Background: an optimization exercise with open tools, aiming at small area, a short achievable clock period and few clock cycles. Do not read the settings as production practice. Only simulation tests tie the RTL to the original design; equivalence was not proved. Power is estimated from default activity; no workload was simulated.

==> 06-07 <==
==> flow/design.v <==
module island_engine (
    input  wire         clk,
    input  wire         rst,
    input  wire         start_valid,
    output reg          start_ready,
    input  wire [63:0]  node_valid,
    input  wire [63:0]  node_lit,
    input  wire [7:0]   min_lit,
    input  wire [6:0]   lit_min,
    input  wire [7:0]   persist,
    input  wire         rebase,
    input  wire         br_valid,
    output reg          br_ready,
    input  wire [5:0]   br_a,
    input  wire [5:0]   br_b,
    input  wire         br_conn,
    input  wire         br_last,
    output reg          done,
    output reg  [6:0]   count,
    output reg  [6:0]   nlit,
    output reg  [6:0]   nvalid,
    output reg  [15:0]  open_br,
    output reg          eval_valid,
    output reg  [1:0]   kind,
    output reg          island_local,
    output reg  [6:0]   base,
    output reg  [6:0]   ref_count,
    output wire [383:0] root,
    output wire [63:0]  counted
);
    localparam S_IDLE = 3'd0;    
    localparam S_BR   = 3'd1;    
    localparam S_BULK = 3'd2;    
    localparam S_CNT  = 3'd3;    
    localparam S_WAIT = 3'd4;    
    localparam S_POST = 3'd5;    
    reg [2:0] state;
    reg       st_bulk, st_cnt;   
    reg       init;              
    wire [383:0] lab;
    reg [63:0] t;
    reg [63:0] v;
    reg [63:0] l;
    reg [7:0]  min_lit_q;
    reg [6:0]  lit_min_q;
    reg [7:0]  persist_q;
    reg        a_full;
    reg [5:0]  a_a, a_b;
    reg        a_conn, a_last;
    reg        got_last;         
    reg        r_full, r_first, r_used, r_conn, r_last;
    reg [5:0]  r_a, r_b, r_la, r_lb;
    reg        w_join, w_last;
    reg [5:0]  hi_w, lo_w;
    reg        x_join;
    reg [5:0]  hi_x, lo_x;
    localparam T_NONE = 3'd0, T_V = 3'd1, T_L = 3'd2, T_C = 3'd3, T_S = 3'd4;
    reg [3:0]  grp [0:7];
    reg [2:0]  g_tag;
    reg [5:0]  g_r;
    reg [6:0]  cnt;
    reg [2:0]  c_tag;
    reg [5:0]  c_r;
    reg [4:0]  ph;               
    reg [8:0]  acc;              
    reg        pend_rebase;
    reg [7:0]  up;
    reg [7:0]  down;
    assign counted     = l;
    assign root = lab;
    integer i, k;
    wire start_go = start_valid && start_ready;
    wire a_take   = br_valid && br_ready;
    wire a_go = (state == S_BR) && a_full && !got_last;
    wire [5:0] ua = r_first ? r_a : r_la;
    wire [5:0] ub = r_first ? r_b : r_lb;
    wire       ax  = x_join && (ua == hi_x);
    wire       bx  = x_join && (ub == hi_x);
    wire       aw  = w_join && (ax ? (lo_x == hi_w) : (ua == hi_w));
    wire       bw  = w_join && (bx ? (lo_x == hi_w) : (ub == hi_w));
    wire [1:0] ca  = aw ? 2'd2 : ax ? 2'd1 : 2'd0;
    wire [1:0] cb  = bw ? 2'd2 : bx ? 2'd1 : 2'd0;
    wire [5:0] la  = aw ? lo_w : ax ? lo_x : ua;
    wire [5:0] lb  = bw ? lo_w : bx ? lo_x : ub;
    reg        la_gt, la_ne;
    always @* begin
        case ({ca, cb})
            {2'd0, 2'd0}: begin la_gt = (ua > ub);     la_ne = (ua != ub);     end
            {2'd0, 2'd1}: begin la_gt = (ua > lo_x);   la_ne = (ua != lo_x);   end
            {2'd0, 2'd2}: begin la_gt = (ua > lo_w);   la_ne = (ua != lo_w);   end
            {2'd1, 2'd0}: begin la_gt = (lo_x > ub);   la_ne = (lo_x != ub);   end
            {2'd1, 2'd2}: begin la_gt = (lo_x > lo_w); la_ne = (lo_x != lo_w); end
            {2'd2, 2'd0}: begin la_gt = (lo_w > ub);   la_ne = (lo_w != ub);   end
            {2'd2, 2'd1}: begin la_gt = (lo_w > lo_x); la_ne = (lo_w != lo_x); end
            default:      begin la_gt = 1'b0;          la_ne = 1'b0;           end
        endcase
    end
    wire [5:0] hi_u = la_gt ? la : lb;
    wire [5:0] lo_u = la_gt ? lb : la;
    wire       join_u = r_full && r_used && r_conn && la_ne;
    reg [63:0] eq, sel, mark;
    always @* begin
        for (i = 0; i < 64; i = i + 1) begin
            eq[i]   = (lab[6*i +: 6] == hi_w);
            sel[i]  = init || (w_join && eq[i]);
            mark[i] = w_join && (eq[i] || lo_w == i[5:0]);
        end
    end
    wire [5:0] lo0 = lo_w & {6{!init}};
    wire [5:0] lo1 = lo_w | {6{init}};
    genvar gi;
    generate
        for (gi = 0; gi < 64; gi = gi + 1) begin : g_lab
            localparam integer W = (gi < 2) ? gi : (gi < 4) ? 2 : (gi < 8) ? 3 :
                                   (gi < 16) ? 4 : (gi < 32) ? 5 : 6;
            if (W == 0) begin : g_zero
                assign lab[6*gi +: 6] = 6'd0;
            end else begin : g_bits
                wire [5:0] idx = gi;
                wire [5:0] nl  = (lo0 & ~idx) | (lo1 & idx);
                reg  [W-1:0] q;
                always @(posedge clk)
                    if (sel[gi]) q <= nl[W-1:0];
                if (W == 6) begin : g_full
                    assign lab[6*gi +: 6] = q;
                end else begin : g_part
                    assign lab[6*gi +: 6] = {{(6-W){1'b0}}, q};
                end
            end
        end
    endgenerate
    wire        in_cnt = st_cnt;
    wire        in_bulk = st_bulk && (ph[4:1] != 4'd0);
    wire [63:0] v_clr = in_cnt ? eq : ~t;
    wire [63:0] v_left = v & ~v_clr;
    reg  [5:0]  first_left;
    always @* begin
        first_left = 6'd0;
        for (i = 63; i >= 0; i = i - 1)
            if (v_left[i]) first_left = i[5:0];
    end
    wire        min1 = (min_lit_q == 8'd1);
    wire [63:0] pc_in = (ph == 5'd0) ? v :
                        l & ({64{ph == 5'd1}} | v_clr);
    reg  [3:0]  grp_c [0:7];
    reg  [7:0]  pb;
    reg         s0, c0, s1, c1, s2, c2, c3, s4, c4, c5;
    always @* begin
        for (i = 0; i < 8; i = i + 1) begin
            pb = pc_in[8*i +: 8];
            {c0, s0} = {1'b0, pb[0]} + {1'b0, pb[1]} + {1'b0, pb[2]};
            {c1, s1} = {1'b0, pb[3]} + {1'b0, pb[4]} + {1'b0, pb[5]};
            {c2, s2} = {1'b0, pb[6]} + {1'b0, pb[7]};
            {c3, grp_c[i][0]} = {1'b0, s0} + {1'b0, s1} + {1'b0, s2};
            {c4, s4} = {1'b0, c0} + {1'b0, c1} + {1'b0, c2};
            {c5, grp_c[i][1]} = {1'b0, s4} + {1'b0, c3};
            grp_c[i][2] = c4 ^ c5;
            grp_c[i][3] = c4 & c5;
        end
    end
    wire [6:0] grp_sum = ({3'd0, grp[0]} + {3'd0, grp[1]}) + ({3'd0, grp[2]} + {3'd0, grp[3]})
                   + ({3'd0, grp[4]} + {3'd0, grp[5]}) + ({3'd0, grp[6]} + {3'd0, grp[7]});
    wire ge = ({1'b0, cnt} >= min_lit_q);
    wire [3:0]  sstep = ph[3:0] - 4'd4;
    wire [2:0]  step  = sstep[3:1];
    wire [6:0]  c100  = 7'd100;
    wire [9:0]  t_l   = c100[step] ? {3'd0, nlit} : 10'd0;
    wire [9:0]  t_v   = lit_min_q[step] ? {3'd0, nvalid} : 10'd0;
    wire [9:0]  acc_s = {acc[8], acc} + (sstep[0] ? (10'd0 - t_v) : t_l);
    wire        ev_step  = (ph >= 5'd4) && (ph <= 5'd17);
    wire        ev_ready = (ph == 5'd18);
    wire       gt   = (count > ref_count);
    wire       lt   = (count < ref_count);
    wire       p0   = (persist_q == 8'd0);
    wire       upc  = ({1'b0, up} + 9'd1 >= {1'b0, persist_q});
    wire       dnc  = ({1'b0, down} + 9'd1 >= {1'b0, persist_q});
    wire       upf  = gt ? upc : p0;
    wire       dnf  = lt ? dnc : p0;
    wire       cgtb = (count > base);
    wire       rgtb = (ref_count > base);
    wire state_idle_n = rst || (state == S_POST) || (state == S_IDLE && !start_go);
    wire state_br_n   = !rst && ((state == S_IDLE && start_go) || (state == S_BR && !w_last));
    wire a_full_n     = !rst && (a_take || (a_full && !a_go));
    wire got_last_n   = start_go ? 1'b0 : (got_last || (a_go && a_last));
    always @(posedge clk) begin
        done <= 1'b0;
        init <= 1'b0;
        start_ready <= state_idle_n;
        st_bulk     <= !rst && ((state == S_BR && w_last) || (state == S_BULK && !in_bulk));
        st_cnt      <= !rst && (in_cnt || in_bulk) && (v_left != 64'd0);
        br_ready    <= !a_full_n || (state_br_n && !got_last_n);
        a_full      <= a_full_n;
        got_last    <= got_last_n;
        if (a_take) begin
            a_a    <= br_a;
            a_b    <= br_b;
            a_conn <= br_conn;
            a_last <= br_last;
        end
        r_full  <= a_go;
        r_first <= init;
        r_a     <= a_a;
        r_b     <= a_b;
        r_la    <= lab[6*a_a +: 6];
        r_lb    <= lab[6*a_b +: 6];
        r_used  <= v[a_a] && v[a_b];
        r_conn  <= a_conn;
        r_last  <= a_go && a_last;
        w_join <= join_u;
        w_last <= r_last;
        hi_w   <= hi_u;
        lo_w   <= lo_u;
        x_join <= w_join;
        hi_x   <= hi_w;
        lo_x   <= lo_w;
        if (r_full && r_used && !r_conn)
            open_br <= open_br + 16'd1;
        if (init) begin
            open_br <= 16'd0;
            count   <= 7'd0;
        end
        for (k = 0; k < 64; k = k + 1)
            t[k] <= !init && (t[k] || mark[k]);
        for (i = 0; i < 8; i = i + 1)
            grp[i] <= grp_c[i];
        g_tag <= T_NONE;
        if (state == S_BR || state == S_BULK || state == S_CNT) begin
            if (ph == 5'd0) g_tag <= T_V;
            if (ph == 5'd1) g_tag <= T_L;
        end
        g_r   <= hi_w;
        cnt   <= grp_sum;
        c_tag <= g_tag;
        c_r   <= g_r;
        if (c_tag == T_V) nvalid <= cnt;
        if (c_tag == T_L) nlit   <= cnt;
        if (c_tag == T_S && min1) count <= cnt;
        if (c_tag == T_C && ge) count <= count + 7'd1;
        if (ph != 5'd31 && state != S_IDLE) ph <= ph + 5'd1;
        if (ev_step) acc <= sstep[0] ? acc_s[9:1] : acc_s[8:0];
        if (ev_ready) eval_valid <= (nvalid != 7'd0) && !acc[8];
        if (in_cnt || in_bulk) v <= v_left;
        for (k = 0; k < 64; k = k + 1) begin
            if ((in_cnt || (in_bulk && !min1)) && v_clr[k])
                l[k] <= 1'b0;
            else if (c_tag == T_C && c_r == k[5:0])
                l[k] <= ge;
        end
        case (state)
            S_IDLE: begin
                if (start_go) begin
                    v         <= node_valid;
                    l         <= node_lit & node_valid;
                    min_lit_q <= min_lit;
                    lit_min_q <= lit_min;
                    persist_q <= persist;
                    pend_rebase <= pend_rebase | rebase;
                    init        <= 1'b1;
                    ph          <= 5'd0;
                    acc         <= 9'd0;
                    state       <= S_BR;
                end
            end
            S_BR: begin
                if (w_last)
                    state <= S_BULK;
            end
            S_BULK: begin
                if (in_bulk) begin
                    g_tag <= T_S;
                    hi_w  <= first_left;
                    state <= (v_left == 64'd0) ? S_WAIT : S_CNT;
                end
            end
            S_CNT: begin
                g_tag <= T_C;
                hi_w  <= first_left;
                if (v_left == 64'd0)
                    state <= S_WAIT;
            end
            S_WAIT: begin
                if (g_tag == T_NONE && ph >= 5'd19)
                    state <= S_POST;
            end
            S_POST: begin
                if (eval_valid) begin
                    if (pend_rebase) begin
                        pend_rebase  <= 1'b0;
                        base         <= count;
                        ref_count    <= count;
                        up           <= 8'd0;
                        down         <= 8'd0;
                        island_local <= 1'b0;
                        kind         <= 2'd3;
                    end else begin
                        up           <= upf ? 8'd0 : gt ? up + 8'd1 : 8'd0;
                        down         <= dnf ? 8'd0 : lt ? down + 8'd1 : 8'd0;
                        if (upf || dnf)
                            ref_count <= count;
                        kind         <= dnf ? 2'd2 : upf ? 2'd1 : 2'd0;
                        island_local <= (upf || dnf) ? cgtb : rgtb;
                    end
                end else begin
                    kind <= 2'd0;
                end
                done  <= 1'b1;
                state <= S_IDLE;
            end
            default: state <= S_IDLE;
        endcase
        if (rst) begin
            state        <= S_IDLE;
            r_full       <= 1'b0;
            r_last       <= 1'b0;
            w_join       <= 1'b0;
            w_last       <= 1'b0;
            x_join       <= 1'b0;
            g_tag        <= T_NONE;
            c_tag        <= T_NONE;
            done         <= 1'b0;
            init         <= 1'b0;
            pend_rebase  <= 1'b1;
            up           <= 8'd0;
            down         <= 8'd0;
            base         <= 7'd0;
            ref_count    <= 7'd0;
            island_local <= 1'b0;
        end
    end
endmodule
==> flow/flow/run.sh <==
#!/bin/bash
set -euo pipefail
export SETUP_SLACK_MARGIN=6.4
export BUFFER_PORTS_ARGS="-buffer_cell sky130_fd_sc_hd__buf_1"
bash standard.sh > standard_flow.log 2>&1
==> flow/standard.sh <==
#!/bin/bash
# synth_recipe.tcl (not shown) runs the flow's synth.tcl, then flattens the netlist and writes it again
# the make line also repeats each setting of config.mk as NAME=value (left out here)
make -C /OpenROAD-flow-scripts/flow DESIGN_CONFIG=/design/flow/config.mk WORK_HOME=/design/flow/orfs CLKGATE_MAP_FILE= SYNTH_SCRIPT=/design/flow/synth_recipe.tcl "${@:-finish}"
==> flow/config.mk <==
export PLATFORM = sky130hd
export DESIGN_NAME = island_engine
export DESIGN_NICKNAME = island_engine
export VERILOG_FILES = /design/flow/design.v
export SDC_FILE = /design/flow/constraint.sdc
export NUM_CORES = 4
export LEC_CHECK = 0
export CAP_MARGIN = 20
export CORE_MARGIN = 2
export CORE_UTILIZATION = 40
export SLEW_MARGIN = 20
==> flow/constraint.sdc <==
create_clock -name core_clock -period 10.0 [get_ports {clk}]
set_input_delay 2.0000 -clock core_clock [delete_from_list [all_inputs] [get_ports {clk}]]
set_output_delay 2.0000 -clock core_clock [all_outputs]
set_load 0.01 [all_outputs]
==> inputs of 02-02, as changes to 06-07 <==
--- a/flow/design.v
+++ b/flow/design.v
@@ -37,5 +37,4 @@
     reg [2:0] state;
-    reg       st_bulk, st_cnt;   
     reg       init;              
-    wire [383:0] lab;
+    reg [5:0]  lab [0:63];
     reg [63:0] t;
@@ -63,3 +62,3 @@
     reg [5:0]  c_r;
-    reg [4:0]  ph;               
+    reg [3:0]  ph;               
     reg [8:0]  acc;              
@@ -69,3 +68,8 @@
     assign counted     = l;
-    assign root = lab;
+    genvar gi;
+    generate
+        for (gi = 0; gi < 64; gi = gi + 1) begin : g_root
+            assign root[6*gi +: 6] = lab[gi];
+        end
+    endgenerate
     integer i, k;
@@ -103,3 +107,3 @@
         for (i = 0; i < 64; i = i + 1) begin
-            eq[i]   = (lab[6*i +: 6] == hi_w);
+            eq[i]   = (lab[i] == hi_w);
             sel[i]  = init || (w_join && eq[i]);
@@ -110,25 +114,4 @@
     wire [5:0] lo1 = lo_w | {6{init}};
-    genvar gi;
-    generate
-        for (gi = 0; gi < 64; gi = gi + 1) begin : g_lab
-            localparam integer W = (gi < 2) ? gi : (gi < 4) ? 2 : (gi < 8) ? 3 :
-                                   (gi < 16) ? 4 : (gi < 32) ? 5 : 6;
-            if (W == 0) begin : g_zero
-                assign lab[6*gi +: 6] = 6'd0;
-            end else begin : g_bits
-                wire [5:0] idx = gi;
-                wire [5:0] nl  = (lo0 & ~idx) | (lo1 & idx);
-                reg  [W-1:0] q;
-                always @(posedge clk)
-                    if (sel[gi]) q <= nl[W-1:0];
-                if (W == 6) begin : g_full
-                    assign lab[6*gi +: 6] = q;
-                end else begin : g_part
-                    assign lab[6*gi +: 6] = {{(6-W){1'b0}}, q};
-                end
-            end
-        end
-    endgenerate
-    wire        in_cnt = st_cnt;
-    wire        in_bulk = st_bulk && (ph[4:1] != 4'd0);
+    wire        in_cnt = (state == S_CNT);
+    wire        in_bulk = (state == S_BULK) && (ph[3:1] != 3'd0);
     wire [63:0] v_clr = in_cnt ? eq : ~t;
@@ -142,4 +125,4 @@
     wire        min1 = (min_lit_q == 8'd1);
-    wire [63:0] pc_in = (ph == 5'd0) ? v :
-                        l & ({64{ph == 5'd1}} | v_clr);
+    wire [63:0] pc_in = (ph == 4'd0) ? v :
+                        l & ({64{ph == 4'd1}} | v_clr);
     reg  [3:0]  grp_c [0:7];
@@ -163,10 +146,9 @@
     wire ge = ({1'b0, cnt} >= min_lit_q);
-    wire [3:0]  sstep = ph[3:0] - 4'd4;
-    wire [2:0]  step  = sstep[3:1];
-    wire [6:0]  c100  = 7'd100;
-    wire [9:0]  t_l   = c100[step] ? {3'd0, nlit} : 10'd0;
-    wire [9:0]  t_v   = lit_min_q[step] ? {3'd0, nvalid} : 10'd0;
-    wire [9:0]  acc_s = {acc[8], acc} + (sstep[0] ? (10'd0 - t_v) : t_l);
-    wire        ev_step  = (ph >= 5'd4) && (ph <= 5'd17);
-    wire        ev_ready = (ph == 5'd18);
+    wire [2:0]  step = ph[2:0] - 3'd4;
+    wire [6:0]  c100 = 7'd100;
+    wire [9:0]  t_l = c100[step] ? {3'd0, nlit} : 10'd0;
+    wire [9:0]  t_v = lit_min_q[step] ? {3'd0, nvalid} : 10'd0;
+    wire [9:0]  acc_s = {acc[8], acc} + t_l - t_v;     
+    wire        ev_step = (ph >= 4'd4) && (ph <= 4'd10);
+    wire        ev_ready = (ph == 4'd11);
     wire       gt   = (count > ref_count);
@@ -188,4 +170,2 @@
         start_ready <= state_idle_n;
-        st_bulk     <= !rst && ((state == S_BR && w_last) || (state == S_BULK && !in_bulk));
-        st_cnt      <= !rst && (in_cnt || in_bulk) && (v_left != 64'd0);
         br_ready    <= !a_full_n || (state_br_n && !got_last_n);
@@ -203,4 +183,4 @@
         r_b     <= a_b;
-        r_la    <= lab[6*a_a +: 6];
-        r_lb    <= lab[6*a_b +: 6];
+        r_la    <= lab[a_a];
+        r_lb    <= lab[a_b];
         r_used  <= v[a_a] && v[a_b];
@@ -221,4 +201,7 @@
         end
-        for (k = 0; k < 64; k = k + 1)
+        for (k = 0; k < 64; k = k + 1) begin
+            if (sel[k])
+                lab[k] <= (lo0 & ~k[5:0]) | (lo1 & k[5:0]);
             t[k] <= !init && (t[k] || mark[k]);
+        end
         for (i = 0; i < 8; i = i + 1)
@@ -227,4 +210,4 @@
         if (state == S_BR || state == S_BULK || state == S_CNT) begin
-            if (ph == 5'd0) g_tag <= T_V;
-            if (ph == 5'd1) g_tag <= T_L;
+            if (ph == 4'd0) g_tag <= T_V;
+            if (ph == 4'd1) g_tag <= T_L;
         end
@@ -238,4 +221,4 @@
         if (c_tag == T_C && ge) count <= count + 7'd1;
-        if (ph != 5'd31 && state != S_IDLE) ph <= ph + 5'd1;
-        if (ev_step) acc <= sstep[0] ? acc_s[9:1] : acc_s[8:0];
+        if (ph != 4'd15 && state != S_IDLE) ph <= ph + 4'd1;
+        if (ev_step) acc <= acc_s[9:1];
         if (ev_ready) eval_valid <= (nvalid != 7'd0) && !acc[8];
@@ -258,3 +241,3 @@
                     init        <= 1'b1;
-                    ph          <= 5'd0;
+                    ph          <= 4'd0;
                     acc         <= 9'd0;
@@ -281,3 +264,3 @@
             S_WAIT: begin
-                if (g_tag == T_NONE && ph >= 5'd19)
+                if (g_tag == T_NONE && ph >= 4'd12)
                     state <= S_POST;
==> flow/flow/run.sh (replaced) <==
#!/bin/bash
set -euo pipefail
export SETUP_SLACK_MARGIN=5.5
export BUFFER_PORTS_ARGS="-buffer_cell sky130_fd_sc_hd__buf_1"
bash standard.sh > standard_flow.log 2>&1
==> inputs of 01-17, as changes to 06-07 <==
--- a/flow/design.v
+++ b/flow/design.v
@@ -37,3 +37,2 @@
     reg [2:0] state;
-    reg       st_bulk, st_cnt;   
     reg       init;              
@@ -63,3 +62,3 @@
     reg [5:0]  c_r;
-    reg [4:0]  ph;               
+    reg [3:0]  ph;               
     reg [8:0]  acc;              
@@ -131,4 +130,4 @@
     endgenerate
-    wire        in_cnt = st_cnt;
-    wire        in_bulk = st_bulk && (ph[4:1] != 4'd0);
+    wire        in_cnt = (state == S_CNT);
+    wire        in_bulk = (state == S_BULK) && (ph[3:1] != 3'd0);
     wire [63:0] v_clr = in_cnt ? eq : ~t;
@@ -142,4 +141,4 @@
     wire        min1 = (min_lit_q == 8'd1);
-    wire [63:0] pc_in = (ph == 5'd0) ? v :
-                        l & ({64{ph == 5'd1}} | v_clr);
+    wire [63:0] pc_in = (ph == 4'd0) ? v :
+                        l & ({64{ph == 4'd1}} | v_clr);
     reg  [3:0]  grp_c [0:7];
@@ -163,10 +162,9 @@
     wire ge = ({1'b0, cnt} >= min_lit_q);
-    wire [3:0]  sstep = ph[3:0] - 4'd4;
-    wire [2:0]  step  = sstep[3:1];
-    wire [6:0]  c100  = 7'd100;
-    wire [9:0]  t_l   = c100[step] ? {3'd0, nlit} : 10'd0;
-    wire [9:0]  t_v   = lit_min_q[step] ? {3'd0, nvalid} : 10'd0;
-    wire [9:0]  acc_s = {acc[8], acc} + (sstep[0] ? (10'd0 - t_v) : t_l);
-    wire        ev_step  = (ph >= 5'd4) && (ph <= 5'd17);
-    wire        ev_ready = (ph == 5'd18);
+    wire [2:0]  step = ph[2:0] - 3'd4;
+    wire [6:0]  c100 = 7'd100;
+    wire [9:0]  t_l = c100[step] ? {3'd0, nlit} : 10'd0;
+    wire [9:0]  t_v = lit_min_q[step] ? {3'd0, nvalid} : 10'd0;
+    wire [9:0]  acc_s = {acc[8], acc} + t_l - t_v;     
+    wire        ev_step = (ph >= 4'd4) && (ph <= 4'd10);
+    wire        ev_ready = (ph == 4'd11);
     wire       gt   = (count > ref_count);
@@ -188,4 +186,2 @@
         start_ready <= state_idle_n;
-        st_bulk     <= !rst && ((state == S_BR && w_last) || (state == S_BULK && !in_bulk));
-        st_cnt      <= !rst && (in_cnt || in_bulk) && (v_left != 64'd0);
         br_ready    <= !a_full_n || (state_br_n && !got_last_n);
@@ -222,3 +218,3 @@
         for (k = 0; k < 64; k = k + 1)
-            t[k] <= !init && (t[k] || mark[k]);
+            t[k] <= init ? (min_lit_q == 8'd0) : (t[k] || mark[k]);
         for (i = 0; i < 8; i = i + 1)
@@ -227,4 +223,4 @@
         if (state == S_BR || state == S_BULK || state == S_CNT) begin
-            if (ph == 5'd0) g_tag <= T_V;
-            if (ph == 5'd1) g_tag <= T_L;
+            if (ph == 4'd0) g_tag <= T_V;
+            if (ph == 4'd1) g_tag <= T_L;
         end
@@ -238,4 +234,4 @@
         if (c_tag == T_C && ge) count <= count + 7'd1;
-        if (ph != 5'd31 && state != S_IDLE) ph <= ph + 5'd1;
-        if (ev_step) acc <= sstep[0] ? acc_s[9:1] : acc_s[8:0];
+        if (ph != 4'd15 && state != S_IDLE) ph <= ph + 4'd1;
+        if (ev_step) acc <= acc_s[9:1];
         if (ev_ready) eval_valid <= (nvalid != 7'd0) && !acc[8];
@@ -258,3 +254,3 @@
                     init        <= 1'b1;
-                    ph          <= 5'd0;
+                    ph          <= 4'd0;
                     acc         <= 9'd0;
@@ -281,3 +277,3 @@
             S_WAIT: begin
-                if (g_tag == T_NONE && ph >= 5'd19)
+                if (g_tag == T_NONE && ph >= 4'd12)
                     state <= S_POST;
==> flow/flow/run.sh (replaced) <==
#!/bin/bash
set -euo pipefail
export SETUP_SLACK_MARGIN=6.3
export BUFFER_PORTS_ARGS="-buffer_cell sky130_fd_sc_hd__buf_1"
bash standard.sh > standard_flow.log 2>&1
--- a/flow/config.mk
+++ b/flow/config.mk
@@ -10,2 +10,5 @@
 export CORE_UTILIZATION = 40
+export CTS_CLUSTER_DIAMETER = 80
+export CTS_CLUSTER_SIZE = 25
+export PLACE_DENSITY = 0.7
 export SLEW_MARGIN = 20
==> run summary <==
Reported net switching power: 02-02 10.1 mW; 01-17 6.94 mW; 06-07 6.44 mW
Fraction of power consumed by the clock network: 02-02 0.184; 01-17 0.149; 06-07 0.225
Initial cell density of the core: 02-02 0.402; 01-17 0.404; 06-07 0.402
Cell seen most often among critical-path stages: 02-02 -; 01-17 buf_12; 06-07 a21oi_2
WL/cell: 02-02 49.7 um; 01-17 33.3 um; 06-07 31.4 um
Result of the run: 02-02 no timing/DRC/antenna violations; 01-17 no timing/DRC/antenna violations; 06-07 no timing/DRC/antenna violations
Vias in the first global route: 02-02 46500; 01-17 37900; 06-07 37500
Overall track demand over capacity in global routing: 02-02 0.579; 01-17 0.348; 06-07 0.332
Total number of placement rows: 02-02 125; 01-17 122; 06-07 123
Number of inserted filler cells in the final layout: 02-02 10900; 01-17 10400; 06-07 10500
Total design power: 02-02 19.9 mW; 01-17 15.0 mW; 06-07 15.3 mW
CTS sink count: 02-02 814; 01-17 751; 06-07 754
Area growth, synth to finish: 02-02 19.0%; 01-17 15.7%; 06-07 19.5%
Sequential share of power: 02-02 0.359; 01-17 0.334; 06-07 0.317
Combinational Power Share: 02-02 0.458; 01-17 0.517; 06-07 0.458
Testbench counts of 06-07, summed over its fixed seeds: cycles 19,605.
Testbench counts of 02-02, summed over its fixed seeds: cycles 19,605.
Testbench counts of 01-17, summed over its fixed seeds: cycles 19,605.

[static timing again, ports no longer ideal]
The flow's constraints put no driver on any port. The routed layouts listed below were extracted and timed again, unchanged, in two steps.
Step 1, drivers: a clkbuf_16 drives clk and a buf_2 each remaining input, both assumed.
Step 2 moves the port delays by t, midway between the first and last clock arrival at a register: inputs arrive t later, outputs are due t later. That takes back most of the time a late clock gives input paths.
Slacks: no drivers / after step 1 / after step 2; pairs: no drivers / after step 1.
run | t, ns | setup WS [ns] | clock arrival spread, ns
06-07 | 0.768 | 6.302 / 6.302 / 5.645 | 0.053 / 0.053
02-02 | 0.815 | 5.160 / 5.160 / 5.160 | 0.045 / 0.045
01-17 | 0.760 | 6.204 / 6.204 / 5.702 | 0.062 / 0.062
After both steps every run listed still meets setup and hold. For 06-07, which loses most, drivers alone change the setup slack by 0.000 ns; drivers and shift together by -0.657 ns.
